What follows belongs to an exercise in optimizing a design on an open flow for small area, a short achievable clock period and few clock cycles; a production flow would make more cautious choices.
Function was checked by simulation only, so behaviour that the tests miss may differ from the original.

**constraint.sdc**
```tcl
create_clock -name core_clock -period 70.0 [get_ports {clk}]
set_input_delay 14.0000 -clock core_clock [delete_from_list [all_inputs] [get_ports {clk}]]
set_output_delay 14.0000 -clock core_clock [all_outputs]
set_load 0.01 [all_outputs]
```
**config.mk**
```make
export PLATFORM = sky130hd
export DESIGN_NAME = clover_chain
export DESIGN_NICKNAME = clover_chain
export VERILOG_FILES = /design/flow/design.v
export SDC_FILE = /design/flow/constraint.sdc
export NUM_CORES = 8
export LEC_CHECK = 0
export CAP_MARGIN = 20
export CORE_MARGIN = 2
export CORE_UTILIZATION = 40
export SLEW_MARGIN = 20
```
**design.v**
```verilog
module clover_chain (
    input  wire         clk,
    input  wire         rst,           
    input  wire         clear,         
    input  wire         start,         
    output wire         ready,
    input  wire [15:0]  in_y,          
    input  wire [15:0]  in_r,          
    input  wire [15:0]  in_f,          
    input  wire [15:0]  in_cout,       
    input  wire         in_fb,         
    input  wire         in_preload,    
    input  wire [2:0]   in_hstage,     
    input  wire         in_slewing,    
    input  wire         in_clamp_pos,  
    input  wire         in_clamp_neg,  
    output wire [2:0]   cfg_sel,       
    input  wire [15:0]  cfg_op,        
    input  wire [255:0] cfg_par,       
    output reg          done,
    output reg  [15:0]  out_b,         
    output reg  [3:0]   out_sat        
);
    reg  [2:0] ph;
    reg        ph7;         
    reg  [2:0] sel;         
    reg        run;         
    reg  [7:0] valid;
    assign ready   = ph7;
    assign cfg_sel = sel;
    wire take = ph7 && start && !clear;
    reg signed [15:0] a_y, a_r, a_f, a_cout;
    reg        a_fb, a_pre, a_slew, a_cp, a_cn;
    reg [2:0]  a_hs;
    wire signed [15:0] a_e = a_r - a_y;
    wire signed [16:0] a_cf = {a_cout[15], a_cout} - {a_f[15], a_f};
    reg [11:0]  c_op;
    reg [255:0] c_par;
    wire [3:0] op = c_op[11:8];
    wire [3:0] sa = c_op[7:4];
    wire [3:0] sb = c_op[3:0];
    wire signed [15:0] p1  = c_par[ 15:  0];
    wire signed [15:0] p2  = c_par[ 31: 16];
    wire signed [15:0] p3  = c_par[ 47: 32];
    wire signed [15:0] p4  = c_par[ 63: 48];
    wire signed [15:0] p5  = c_par[ 79: 64];
    wire signed [15:0] p6  = c_par[ 95: 80];
    wire signed [15:0] p7  = c_par[111: 96];
    wire signed [15:0] p8  = c_par[127:112];
    wire signed [15:0] p9  = c_par[143:128];
    wire signed [15:0] p10 = c_par[159:144];
    wire is_gain = (op == 4'h1);
    wire is_sum  = (op == 4'h2);
    wire is_pid  = (op == 4'h3);
    wire is_bq   = (op == 4'h4);
    wire is_ll   = (op == 4'h5);
    wire is_lim  = (op == 4'h6);
    wire is_rate = (op == 4'h7);
    wire is_lut  = (op == 4'h8);
    wire is_db   = (op == 4'h9);
    wire is_sel  = (op >= 4'hA);
    wire is_st   = is_gain || is_sum || is_bq || is_ll;
    wire act = run && (op != 4'h0);
    reg [95:0] ring [0:6];
    wire       vcur = valid[ph];
    wire [95:0] hw = vcur ? ring[0] : 96'd0;
    wire signed [15:0] h_x = hw[15:0];
    wire signed [39:0] h_b = hw[55:16];
    wire signed [39:0] h_a = hw[95:56];
    reg [15:0] lring [0:7];
    reg signed [15:0] prev;
    reg        anynz;
    reg [3:0]  satcnt;
    wire [2:0] la = sa[2:0] - ph;
    wire [2:0] lb = sb[2:0] - ph;
    reg signed [15:0] x, z;
    always @* begin
        case (sa)
            4'h0: x = anynz ? prev : a_e;
            4'h1: x = a_e;
            4'h2: x = a_y;
            4'h3: x = a_r;
            4'h4: x = a_f;
            4'h8, 4'h9, 4'hA, 4'hB, 4'hC, 4'hD, 4'hE, 4'hF:
                  x = valid[sa[2:0]] ? lring[la] : 16'sd0;
            default: x = 16'sd0;
        endcase
        case (sb)
            4'h0: z = anynz ? prev : a_e;
            4'h1: z = a_e;
            4'h2: z = a_y;
            4'h3: z = a_r;
            4'h4: z = a_f;
            4'h8, 4'h9, 4'hA, 4'hB, 4'hC, 4'hD, 4'hE, 4'hF:
                  z = valid[sb[2:0]] ? lring[lb] : 16'sd0;
            default: z = 16'sd0;
        endcase
    end
    wire [2:0]  shv = is_pid ? p10[2:0] : is_gain ? p2[2:0] : 3'd0;
    wire [3:0]  kk  = 4'd15 - {1'b0, shv};
    wire [42:0] rc  = 43'd1 << (kk - 4'd1);
    wire [15:0] lu = {~x[15], x[14:0]};
    wire [14:1] th;
    genvar gi;
    generate
        for (gi = 1; gi <= 14; gi = gi + 1) begin : lth
            assign th[gi] = (lu >= 4369 * gi);
        end
    endgenerate
    wire [14:0] oh = {th[14], th[13:1] & ~th[14:2], ~th[1]};
    wire [3:0] lm;
    assign lm[3] = th[8];
    assign lm[2] = (th[4] & ~th[8]) | th[12];
    assign lm[1] = (th[2] & ~th[4]) | (th[6] & ~th[8]) | (th[10] & ~th[12]) | th[14];
    assign lm[0] = (th[1] & ~th[2]) | (th[3] & ~th[4]) | (th[5] & ~th[6]) | (th[7] & ~th[8]) |
                   (th[9] & ~th[10]) | (th[11] & ~th[12]) | (th[13] & ~th[14]);
    wire [15:0] lt = {lu[11:0], 4'd0} - lu + {12'd0, lm};
    reg [15:0] lp1, lp2;
    integer li;
    always @* begin
        lp1 = 16'd0;
        lp2 = 16'd0;
        for (li = 0; li < 15; li = li + 1) begin
            lp1 = lp1 | ({16{oh[li]}} & c_par[16*li +: 16]);
            lp2 = lp2 | ({16{oh[li]}} & c_par[16*li+16 +: 16]);
        end
    end
    wire signed [16:0] ldp = {lp2[15], lp2} - {lp1[15], lp1};
    wire pid_pre = a_pre && (a_hs == ph);
    wire signed [15:0] xp = pid_pre ? h_x : x;
    wire [15:0] m1c = (is_st || is_pid) ? p1 : 16'd0;
    wire [16:0] m1m = is_bq ? {x, 1'b0} : {x[15], x};
    wire [17:0] m2c = is_lut ? {2'b00, lt} : is_sum ? {{2{p2[15]}}, p2} : is_pid ? {{2{p3[15]}}, p3} : 18'd0;
    wire [16:0] m2m = is_lut ? ldp : is_sum ? {z[15], z} : {xp[15], xp};
    wire [8*43-1:0] m1r;
    wire [42:0]     m1k;
    cc_booth #(.CW(16), .MW(17), .OW(43), .SH(0)) u_m1 (
        .c(m1c), .m(m1m), .neg(1'b0), .rows(m1r), .corr(m1k));
    wire [9*43-1:0] m2r;
    wire [42:0]     m2k;
    cc_booth #(.CW(18), .MW(17), .OW(43), .SH(0)) u_m2 (
        .c(m2c), .m(m2m), .neg(1'b0), .rows(m2r), .corr(m2k));
    wire signed [31:0] ist = h_b[31:0];
    wire signed [31:0] pil = {p8[15], p8, 15'd0};
    wire signed [31:0] pih = {p9[15], p9, 15'd0};
    wire signed [31:0] icl = !vcur ? 32'sd0 : (ist < pil) ? pil : (ist > pih) ? pih : ist;
    wire signed [31:0] pka = pid_pre ? pil : icl;
    wire [42:0] ydk = is_pid ? {{3{h_a[39]}}, h_a} : (is_bq || is_ll) ? {{3{h_b[39]}}, h_b} : 43'd0;
    wire [42:0] yk1 = is_pid ? {{11{pka[31]}}, pka} : 43'd0;
    wire [42:0] yk2 = is_lut ? 43'd32760 : rc;
    reg [42:0] ysum;
    integer yi;
    always @* begin
        ysum = m1k + m2k + ydk + yk1 + yk2;
        for (yi = 0; yi < 8; yi = yi + 1)
            ysum = ysum + m1r[43*yi +: 43];
        for (yi = 0; yi < 9; yi = yi + 1)
            ysum = ysum + m2r[43*yi +: 43];
    end
    reg [42:0] vsum;
    integer vi;
    always @* begin
        vsum = m2k + {{3{h_a[39]}}, h_a};
        for (vi = 0; vi < 9; vi = vi + 1)
            vsum = vsum + m2r[43*vi +: 43];
    end
    wire        wpos = is_pid && (vsum[40:39] == 2'b01);
    wire        wneg = is_pid && (vsum[40:39] == 2'b10);
    wire [39:0] pdn  = vsum[39:0];
    wire signed [42:0] yv = {ysum[42:40] - {2'b00, wpos} + {2'b00, wneg}, ysum[39:0]};
    wire signed [42:0] pcf  = $signed(a_cf) <<< kk;
    wire signed [42:0] pcfr = pcf | $signed(rc);
    wire signed [16:0] pdi  = {p9[15], p9} - {p8[15], p8};
    wire signed [42:0] pyb  = yv + ($signed(pdi) <<< 15);
    wire pcl = yv > pcfr;                  
    wire pch = pyb < pcfr;                 
    wire signed [42:0] psr = (!pid_pre || pcl) ? yv : pch ? pyb : pcfr;
    wire signed [42:0] phs = ($signed(p7) <<< kk) | $signed(rc);
    wire signed [42:0] pls = ($signed(p6) <<< kk) | $signed(rc);
    wire pdh = psr > phs;
    wire pdl = psr < pls;
    wire signed [31:0] pmid  = pcf[31:0] + pil + rc[31:0] - yv[31:0];
    wire signed [31:0] pip   = !pid_pre ? icl : pcl ? pil : pch ? pih : pmid;
    wire [42:0] shin = is_pid ? psr : yv;
    wire [42:0] shr  = shin >> kk;
    wire [15:0] vr   = shr[15:0];
    wire [42:0] ysx  = yv ^ {43{yv[42]}};
    wire [42:0] ysm  = ysx >> ({1'b0, kk} + 5'd15);
    wire gs_ovf = (ysm != 43'd0);
    wire fq_neg = yv[39] && (yv[38:14] != 25'd0);
    wire fq_hi  = !fq_neg && (yv[39:30] != 10'd0);
    wire fq_lo  = fq_neg && (yv[39:30] != 10'h3FF);
    wire st_hi  = (is_bq || is_ll) ? fq_hi : (gs_ovf && !yv[42]);
    wire st_lo  = (is_bq || is_ll) ? fq_lo : (gs_ovf && yv[42]);
    wire st_sat = is_st && (st_hi || st_lo);
    wire signed [15:0] st_y = st_hi ? 16'sh7FFF : st_lo ? 16'sh8000 : vr;
    wire signed [15:0] pid_y = pdh ? p7 : pdl ? p6 : vr;
    wire signed [17:0] lh = yv[33:16];
    wire signed [18:0] le = {lh[17], lh} + {3'd0, yv[15:0]};
    wire lg_p = (le >= 19'sd65535);
    wire lg_n = le[18];
    wire signed [15:0] lut_y = lp1 + lh[15:0] + {{15{lg_n}}, lg_p | lg_n};
    wire signed [16:0] ryr = h_x + p1;         
    wire signed [16:0] ryf = h_x - p2;         
    wire signed [16:0] q1 = is_rate ? ryr : is_sel ? {z[15], z} : {p1[15], p1};
    wire signed [16:0] q2 = is_rate ? ryf : is_db ? -{p1[15], p1} : {p2[15], p2};
    wire signed [17:0] c1 = {{2{x[15]}}, x} - {q1[16], q1};
    wire signed [17:0] c2 = {{2{x[15]}}, x} - {q2[16], q2};
    wire c1n = c1[17];
    wire c1p = !c1[17] && (c1 != 18'sd0);
    wire c2n = c2[17];
    wire c2p = !c2[17] && (c2 != 18'sd0);
    reg signed [15:0] alu_y;
    always @* begin
        if (is_lim)
            alu_y = c1n ? p1 : c2p ? p2 : x;
        else if (is_db)
            alu_y = c1p ? c1[15:0] : c2n ? c2[15:0] : 16'sd0;
        else if (is_rate)
            alu_y = c1p ? ryr[15:0] : c2n ? ryf[15:0] : x;
        else if (p1 == 16'sd0)
            alu_y = c1n ? x : z;
        else if (p1 == 16'sd1)
            alu_y = c1p ? x : z;
        else
            alu_y = a_fb ? x : z;
    end
    reg signed [15:0] y_out;
    always @* begin
        if (is_st)       y_out = st_y;
        else if (is_pid) y_out = pid_y;
        else if (is_lut) y_out = lut_y;
        else             y_out = alu_y;
    end
    wire ki_nz  = (p2 != 16'sd0) && (x != 16'sd0);
    wire ki_neg = p2[15] ^ x[15];
    wire p_omit = a_slew || (a_cp && ki_nz && !ki_neg) || (a_cn && ki_nz && ki_neg);
    reg        u_bq, u_ll, u_pid, u_rate;
    reg [15:0] u_x;
    reg [39:0] u_a;                   
    reg [42:0] u_b;                   
    reg [31:0] u_i;                   
    reg        u_dh, u_dl;
    reg [15:0] u_c1, u_c2, u_c3, u_c4, u_um;
    reg [2:0]  u_sh;
    wire [39:0] u_acc = u_a - 40'd16384;
    wire [39:0] uma   = u_pid ? u_a : u_acc;
    wire [3:0]  ukk   = 4'd15 - {1'b0, u_sh};
    wire [42:0] urc   = 43'd1 << (ukk - 4'd1);
    wire [42:0] uums  = (({{27{u_um[15]}}, u_um}) << ukk) | urc;
    wire [42:0] udl   = u_b - uums;
    wire [42:0] umb   = u_pid ? udl : u_b;
    wire [15:0] ucb   = (u_pid && !(u_dh || u_dl)) ? 16'd0 : u_c2;
    wire [15:0] usb   = u_pid ? u_x : u_i[15:0];
    wire [8*55-1:0] uar;
    wire [54:0]     uak;
    cc_booth #(.CW(16), .MW(40), .OW(55), .SH(0)) u_ma (
        .c(u_c1), .m(uma), .neg(!u_pid), .rows(uar), .corr(uak));
    wire [8*55-1:0] usr;
    wire [54:0]     usk;
    cc_booth #(.CW(16), .MW(16), .OW(55), .SH(15)) u_sa (
        .c(u_c3), .m(u_x), .neg(u_pid), .rows(usr), .corr(usk));
    reg [54:0] asum;
    integer ai;
    always @* begin
        asum = uak + usk + (u_ll ? 55'd32767 : 55'd0);
        for (ai = 0; ai < 8; ai = ai + 1)
            asum = asum + uar[55*ai +: 55] + usr[55*ai +: 55];
    end
    wire [8*60-1:0] ubr;
    wire [59:0]     ubk;
    cc_booth #(.CW(16), .MW(43), .OW(60), .SH(0)) u_mb (
        .c(ucb), .m(umb), .neg(1'b1), .rows(ubr), .corr(ubk));
    wire [8*60-1:0] utr;
    wire [59:0]     utk;
    cc_booth #(.CW(16), .MW(16), .OW(60), .SH(15)) u_sb (
        .c(u_c4), .m(usb), .neg(1'b0), .rows(utr), .corr(utk));
    wire [59:0] bx1 = u_pid ? {{13{u_i[31]}}, u_i, 15'd0} : 60'd0;
    wire [59:0] bx2 = u_bq ? {{5{asum[54]}}, asum} + 60'd16383 : 60'd0;
    reg [59:0] bsum;
    integer bi;
    always @* begin
        bsum = ubk + utk + bx1 + bx2;
        for (bi = 0; bi < 8; bi = bi + 1)
            bsum = bsum + ubr[60*bi +: 60] + utr[60*bi +: 60];
    end
    wire [44:0] bsh  = bsum[59:15];
    wire        bovf = (bsh[44:31] != {14{bsh[44]}});
    wire [31:0] inew = bovf ? {bsh[44], {31{!bsh[44]}}} : bsh[31:0];
    reg [95:0] u_word;
    always @* begin
        if (u_bq)
            u_word = {u_acc, bsum[53:14], u_x};
        else if (u_ll)
            u_word = {u_a, asum[54:15], u_x};
        else if (u_pid)
            u_word = {asum[54:15], {8{inew[31]}}, inew, u_x};
        else
            u_word = {u_a, u_b[39:0], u_x};
    end
    integer i;
    always @(posedge clk) begin
        c_op  <= cfg_op[15:4];
        c_par <= cfg_par;
        for (i = 0; i < 6; i = i + 1)
            ring[i] <= ring[i + 1];
        ring[6] <= u_word;
        for (i = 0; i < 7; i = i + 1)
            lring[i] <= lring[i + 1];
        lring[7] <= act ? y_out : lring[0];
        u_bq   <= act && is_bq;
        u_ll   <= act && is_ll;
        u_pid  <= act && is_pid;
        u_rate <= act && is_rate;
        u_x    <= (act && is_rate) ? y_out : (act && (is_bq || is_ll || is_pid)) ? x : h_x;
        u_a    <= (act && is_pid) ? pdn : (act && (is_bq || is_ll)) ? yv[39:0] : h_a;
        u_b    <= (act && is_pid) ? psr : (act && is_bq) ? {{3{h_a[39]}}, h_a} : {{3{h_b[39]}}, h_b};
        u_i    <= is_pid ? pip : {{16{h_x[15]}}, h_x};
        u_dh   <= pdh;
        u_dl   <= pdl;
        u_c1   <= is_ll ? p3 : p4;
        u_c2   <= p5;
        u_c3   <= is_pid ? p3 : p2;
        u_c4   <= is_pid ? (p_omit ? 16'd0 : p2) : p3;
        u_um   <= pdh ? p7 : p6;
        u_sh   <= p10[2:0];
        if (take) begin
            a_y <= in_y; a_r <= in_r; a_f <= in_f; a_cout <= in_cout;
            a_fb <= in_fb; a_pre <= in_preload; a_hs <= in_hstage; a_slew <= in_slewing;
            a_cp <= in_clamp_pos; a_cn <= in_clamp_neg;
        end
        done <= 1'b0;
        if (act) begin
            prev   <= y_out;
            anynz  <= 1'b1;
            satcnt <= satcnt + {3'd0, st_sat};
            valid[ph] <= 1'b1;
        end
        if (ph7) begin
            done    <= run;
            out_b   <= act ? y_out : anynz ? prev : 16'sd0;
            out_sat <= satcnt + {3'd0, act && st_sat};
            run     <= take;
            anynz   <= 1'b0;
            satcnt  <= 4'd0;
        end
        ph  <= ph + 3'd1;
        ph7 <= (ph == 3'd6);
        sel <= ph + 3'd2;
        if (clear || rst) begin
            valid <= 8'd0;
            ph    <= 3'd7;
            ph7   <= 1'b1;
            sel   <= 3'd0;
        end
        if (rst) begin
            run  <= 1'b0;
            done <= 1'b0;
        end
    end
endmodule
module cc_booth #(parameter CW = 16, parameter MW = 16, parameter OW = 34, parameter SH = 0) (
    input  wire [CW-1:0]          c,
    input  wire [MW-1:0]          m,
    input  wire                   neg,
    output wire [(CW/2)*OW-1:0]   rows,
    output wire [OW-1:0]          corr
);
    localparam ND = CW / 2;
    wire [CW:0] ce = {c, 1'b0};
    wire [MW:0] m1 = {m[MW-1], m};
    wire [MW:0] m2 = {m, 1'b0};
    wire [ND-1:0] ng;
    genvar i;
    generate
        for (i = 0; i < ND; i = i + 1) begin : dg
            wire [2:0] d = ce[2*i +: 3];
            wire [2:0] e = d ^ {3{neg}};
            reg [MW:0] v;
            always @* begin
                case (e)
                    3'b001, 3'b010: v = m1;
                    3'b011:         v = m2;
                    3'b100:         v = ~m2;
                    3'b101, 3'b110: v = ~m1;
                    default:        v = {(MW+1){1'b0}};
                endcase
            end
            assign ng[i] = e[2] & ~(e[1] & e[0]);
            wire [MW+1:0] r = {~v[MW], v[MW-1:0]};
            wire [OW+MW+2+2*ND+SH:0] rs = {{(OW+2*ND+SH+1){1'b0}}, r} << (2*i + SH);
            assign rows[i*OW +: OW] = rs[OW-1:0];
        end
    endgenerate
    function [OW-1:0] kconst;
        input integer dummy;
        integer j;
        reg [OW+MW+2*ND+SH+2:0] k;
        begin
            k = 0;
            for (j = 0; j < ND; j = j + 1)
                k = k - ({{(OW+MW+2*ND+SH+2){1'b0}}, 1'b1} << (MW + 2*j + SH));
            kconst = k[OW-1:0];
        end
    endfunction
    wire [OW+2*ND+SH+1:0] ngv;
    generate
        for (i = 0; i < ND; i = i + 1) begin : ngb
            assign ngv[2*i+SH] = ng[i];
            assign ngv[2*i+SH+1] = 1'b0;
        end
        if (SH > 0) begin : lo
            assign ngv[SH-1:0] = {SH{1'b0}};
        end
        assign ngv[OW+2*ND+SH+1:2*ND+SH] = {(OW+2){1'b0}};
    endgenerate
    assign corr = kconst(0) | ngv[OW-1:0];
endmodule
```
**run.sh**
```bash
#!/bin/bash
# synth_recipe.tcl (not shown) runs the flow's synth.tcl, then flattens the netlist and writes it again
# the make line also repeats each setting of config.mk as NAME=value (left out here)
make -C /OpenROAD-flow-scripts/flow DESIGN_CONFIG=/design/flow/config.mk WORK_HOME=/design/flow/orfs CLKGATE_MAP_FILE= SYNTH_SCRIPT=/design/flow/synth_recipe.tcl finish
```
==> qor.yml <==
outcome:
  status: "complete, no violations"
clock_network:
  root_buffer: "clkbuf_16"
  cts_sinks: 1417
  cts.reportedPaths.clkPinSlew_ns: 0.06
  postCtsSetupRepairBufs: 0
  cts-resized-gates: 0
  cts_max_path_buffers: 4
  cts_tree: "built"
  clk-insertion-delay-late_ns: 0.91
  cts_max_level: 4
  cts_buffers: 152
  ctsHoldBuffers: 0
floorplanning:
  core_region_area_sq_um: 386000
  num_rows: 228
  start_util_pct: 40.2
  ioPinCount: 373
  die_area_sq_um: 393000
  chipWidth_um: 627
  die_h_um: 627
layout:
  finalNonFillerCells: 23600
  layout-area-overhead-vs-synth_pct: 11.5
  final_common_cell: "nand2_1"
  final_cell_mix: "1811 x nand2_1, 1785 x inv_1, 1483 x nor2_1"
  final_util_pct: 44.8
  fin_nets: 21200
  drive_gt1_share_pct: 8.42
sta:
  fin_ws_ns: 36.75
  skew_ns: 0.105
  setup_viol: 0
  slew_viol_final: 0
  period_share_pct: 47.5
  rsz0062_at_grt: "no"
  hold_violations: 0
  holdWs_ns: 0.284
  finalCriticalPeriod_ns: 33.25
  max_slew.worst_pin.slew_ns: 1.41
  maxSlewHeadroom_pct: 5.94
  fin_setup_tns_ns: 0
  clock.fmax_mhz: 30.1
synthesis:
  synth_seq_area_share_pct: 19.0
  yosysTopAreaCell: "fa_1"
  postSynthAreaPerCell_sq_um: 8.49
  synth_area_leaders: "fa_1 18%, dfxtp_1 17%, ha_1 9.9%"
  synthFlopType: "dfxtp_1"
  synth_edf_count: 108
  syn_area_sq_um: 155000
  synth-seq-cells: 1417
  synthArstFlopShare_pct: 0
  ys_types: 116
  synth.top_cell.area_share_pct: 18.2
  ys_warn_count: 9
  netlist_instances: 18300
detailed_routing:
  routed_wl_um: 800000
  routed_via_density: 6.22
  ant_nets: 0
  vias: 147000
  dr.pass1.iters: 13
  initialDrtViolationCount: 21600
  wire_per_inst_um: 33.8
  remaining_drc_errors: 0
global_routing:
  gr-usage-met2_pct: 55.4
  met3_usage_pct: 14.2
  grt-ovfl-total: 0
  grt_pass1_vias: 136000
  grt.total_usage_pct: 39.7
  antenna_found_initial: 153
  busiest_layer: "met2"
  grt_first_pass_wirelength_um: 1090000
  met1_usage_pct: 51.6
  grt_max_degree: 169
critical_path:
  cp-end-kind: "register"
  crit_slowest_cell: "dfxtp_1"
  critical_path_arrival_ns: 33.79
  critPathKind: "reg2reg"
  crit_path_frequent_cell: "buf_4"
  setup.worst_path.end: "out_b[12]"
  regToRegSetupSlack_ns: 36.75
  startpoint: "c_op[4]"
  worstPathMaxFanout: 32
  rr_endpoint: "out_b[12]"
  worstPathRequired_ns: 70.54
  cpPeakStageDelay_ns: 0.87
  cp-start-kind: "register"
  r2r_start: "c_op[4]"
  r2r_cells: 102
placed_design:
  dpl_worst_slack_ns: 38.28
  io_buffers: 368
  gp_congestion: 1.09
  dp.final_hpwl_um: 642000
  dpl.cell_count: 23200
min_path:
  hold_class: "reg2reg"
run:
  cap_viol_max_count: 0
==> worst min path at each step <==
stage               slack (ns)         from          end  depth (start not counted)
finish                    0.28  ring[2][63]  ring[1][63]                          0
global route              0.29  ring[6][83]  ring[5][83]                          0
CTS                       0.27  ring[2][63]  ring[1][63]                          0
detailed placement        0.31  ring[1][27]  ring[0][27]                          0
global placement          0.31  ring[4][10]  ring[3][10]                          0
floorplan                 0.31   ring[1][0]   ring[0][0]                          0
==> kinds of logic after synthesis <==
| group | share of synthesized area [%] |
|---|---|
| and+or+nand+nor | 13.2 |
| xor gates and xnor gates | 9.34 |
| other | 0.00484 |
| muxes | 2.76 |
| adders and majority gates | 28.1 |
| DFF | 19.0 |
| AOI/OAI and AO/OA | 19.9 |
| buffers and inverters | 7.64 |
==> registers in the layout (all words and copies together), names as in the netlist, 32 cells and up <==
signal / cells
c_par: 256
u_i: 32
u_a: 40
lring: 128
u_b: 43
ring: 672
==> area by class of cell <==
class | count | area, sq um
timing repair buffer | 1094 | 9170
tap | 5175 | 6470
clock inverter | 71 | 852
inverter | 1808 | 6790
fill | 38400 | 213000
antenna | 133 | 333
multi-input combinational | 13700 | 116000
clock buffer | 203 | 4230
sequential | 1417 | 29500
==> cell usage after synthesis, drive strengths merged (145+ instances only) <==
library cell,count
mux2i,254
nor3,243
o22ai,145
a211oi,155
buf,262
xor2,701
nand2,1816
dfxtp,1309
clkbuf,1061
a21oi,886
a221oi,502
inv,1802
xnor2,938
a22oi,207
ha,1229
o221ai,415
nand3,279
a21o,228
nor2,1500
fa,1408
o21ai,705
==> per-layer routing <==
layer  vias to the layer above  wire, um
met5                         -       533
met4                        68     59200
met3                      1873    106000
met2                      9337    320000
met1                     72700    314000
li1                      63200         -
==> stage by stage <==
stage / cell area (sq um)
after floorplan: 155000
after global placement: 167000
after detailed placement: 167000
after CTS: 172000
after global routing: 173000
final: 173000
==> critical path: cells and delay by family, from the launching register on <==
kind | cells | cell delay [ns]
buffers and inverters | 16 | 5.00
and+or+nand+nor | 22 | 8.10
xor gates and xnor gates | 3 | 0.61
adders and majority gates | 14 | 5.45
DFF | 1 | 0.87
muxes | 1 | 0.36
AOI/OAI and AO/OA | 46 | 12.15
Testbench counts, summed over its fixed seeds: cycles 49,400.

separate check: timing with driven ports:
In the flow no input, the clock included, has a driving cell. The finished layout below was timed again as built, in two steps. Step 1 sets driving cells, clkbuf_16 on the clock port and buf_2 on the other inputs (assumed; they add their load-dependent delay and slew). Step 2 moves the port delays by t, midway between the first and last clock arrival at a register: inputs arrive t later, outputs are due t later. That takes back most of the time a late clock gives input paths. a / b / c = ideal ports / drivers / drivers and shift; a / b = the first two.
shift t [ns]: 0.970
slack for setup (ns): 36.750 / 36.750 / 36.750
worst data-port slew with drivers (ns): 0.16
After both steps setup and hold are still met in this run. The setup slack of this run moves by 0.000 ns with the drivers and by 0.000 ns with both steps.
